From an optimization exercise on the open Yosys and OpenROAD flow, aimed at small area, a short achievable clock period and few clock cycles per item; shortcuts taken in it are not production practice.
Only simulation tests tie the RTL to the original design; equivalence was not proved.

== run 1 ==
==> flow/design.v (excerpt) <==
module qg_spread_quant (
    input  wire         clk,
    input  wire         rst,
    input  wire         in_valid,
    output wire         in_ready,
    input  wire         in_first,    
    input  wire         in_blank,    
    input  wire         in_dots,     
    input  wire         in_grey3,    
    input  wire [16:0]  in_share,    
    input  wire [15:0]  in_gain,     
    input  wire [2:0]   in_lev,      
    input  wire [127:0] in_vol,      
    output reg          out_valid,
    output reg  [2:0]   out_lev,
    output reg          out_clip
);
==> flow/config.mk <==
export PLATFORM = sky130hd
export DESIGN_NAME = qg_spread_quant
export DESIGN_NICKNAME = qg_spread_quant
export VERILOG_FILES = /design/flow/design.v
export SDC_FILE = /design/flow/constraint.sdc
export NUM_CORES = 4
export LEC_CHECK = 0
export ABC_AREA = 1
export CAP_MARGIN = 20
export CORE_MARGIN = 2
export CORE_UTILIZATION = 40
export CTS_CLUSTER_DIAMETER = 100
export CTS_CLUSTER_SIZE = 22
export PLACE_DENSITY = 0.6
export SLEW_MARGIN = 20
==> flow/constraint.sdc <==
create_clock -name core_clock -period 36.0 [get_ports {clk}]
set_input_delay 7.2000 -clock core_clock [delete_from_list [all_inputs] [get_ports {clk}]]
set_output_delay 7.2000 -clock core_clock [all_outputs]
set_load 0.01 [all_outputs]
standard.sh (not shown) runs the stock make flow with config.mk's settings and CLKGATE_MAP_FILE= SYNTH_SCRIPT=/design/flow/synth_recipe.tcl, a recipe that flattens the netlist after the stock synthesis.
==> flow/flow/run.sh <==
#!/bin/bash
# The standard layout, except that the ports are buffered with the
# smallest buffer (sky130_fd_sc_hd__buf_1) instead of the delay cell
# buffer_ports picks by itself, and clock tree synthesis adds no dummy
# loads.  Synthesis is the standard one.
set -euo pipefail
bash standard.sh synth > synth.log 2>&1
bash standard.sh "BUFFER_PORTS_ARGS=-buffer_cell sky130_fd_sc_hd__buf_1" \
    "CTS_ARGS=-sink_clustering_enable -repair_clock_nets -sink_clustering_size 22 -sink_clustering_max_diameter 100 -dont_use_dummy_load" \
    finish > layout.log 2>&1
Run 1 went all the way through the flow, and no timing, DRC or antenna check failed.
Testbench counts of run 1, summed over its fixed seeds: cycles 40,016, items 40,000.
#### Input delta (run 2 over run 1)
==> flow/flow/run.sh <==
#!/bin/bash
# The standard layout, except that the ports are buffered with the
# smallest buffer (sky130_fd_sc_hd__buf_1) instead of the delay cell
# buffer_ports picks by itself.  Synthesis is the standard one.
set -euo pipefail
bash standard.sh synth > synth.log 2>&1
bash standard.sh "BUFFER_PORTS_ARGS=-buffer_cell sky130_fd_sc_hd__buf_1" finish > layout.log 2>&1
==> run notes <==
Run 2: full flow OK, the timing, design-rule and antenna checks passed. Any difference in wire length of the first global-routing pass between run 1 and run 2 is small enough to ignore. Going from run 1 to run 2, clock-buffer cell count grew by a little under 10%. Cmp run 2 vs run 1: transition time at the pin with the least slew margin lower in run 2. Sequential fraction of total cell area (higher): run 1. From run 1 to run 2 the numbers moved as follows: CTS clock-pin slew for the worst setup and hold paths shows no meaningful change; total wire length went up 0.31%; met1 track utilization from global routing about even; worst setup slack shows no meaningful change. When run 2 is measured against run 1, its post-synthesis to final-layout area growth turns out 0.63 points higher. Between run 1 and run 2, the global-route usage figures differ only marginally.
> inputs changed (run 2 -> run 3)
==> flow/flow/run.sh <==
#!/bin/bash
# The standard layout, except that the ports are buffered with the
# smallest buffer (sky130_fd_sc_hd__buf_1) instead of the delay cell
# buffer_ports picks by itself, and clock tree synthesis uses smaller
# leaf buffers and adds no dummy loads.  Synthesis is the standard one.
set -euo pipefail
bash standard.sh synth > synth.log 2>&1
bash standard.sh "BUFFER_PORTS_ARGS=-buffer_cell sky130_fd_sc_hd__buf_1" \
    "CTS_ARGS=-sink_clustering_enable -repair_clock_nets -sink_clustering_size 16 -sink_clustering_max_diameter 80 -sink_clustering_buffer sky130_fd_sc_hd__clkbuf_8 -dont_use_dummy_load" \
    finish > layout.log 2>&1
diff --git a/flow/config.mk b/flow/config.mk
--- a/flow/config.mk
+++ b/flow/config.mk
@@ -10,6 +10,4 @@
 export CORE_MARGIN = 2
-export CORE_UTILIZATION = 40
-export CTS_CLUSTER_DIAMETER = 100
-export CTS_CLUSTER_SIZE = 22
-export PLACE_DENSITY = 0.6
+export CORE_UTILIZATION = 60
+export PLACE_DENSITY = 0.75
 export SLEW_MARGIN = 20
--- outcome ---
Run 3 vs run 2: number of clock-tree buffers in the layout up
Critical path endpoint = out_lev[0]: run 2; critical path endpoint = out_lev[1]: run 3

-- separate check: timing with driven ports --
How much do the figures lean on ideal ports? The routed layouts below were timed once more, with nothing changed but the port constraints. Step 1, drivers: a clkbuf_16 drives clk and a buf_2 each remaining input, both assumed. Step 2 times the ports against the registers' clock, not the clock port: input delays grow and output delays shrink by t, the midpoint of the rising clock arrivals with the driver on. a / b / c = ideal / step 1 / step 2; a / b = the first two.
| run | shift t [ns] | slack for setup (ns) | worst hold slack (ns) | worst setup path after step 2 | pins driven straight from the clock port |
|---|---|---|---|---|---|
| run 1 | 0.599 | 27.751 / 27.689 / 28.068 | 0.290 / 0.290 / 0.290 | input to register | 1 |
| run 2 | 0.635 | 27.752 / 27.690 / 28.073 | 0.332 / 0.332 / 0.332 | input to register | 1 |
| run 3 | 0.585 | 27.763 / 27.710 / 27.940 | 0.320 / 0.320 / 0.320 | input to register | 1 |
After both steps setup and hold are still met in every run listed.
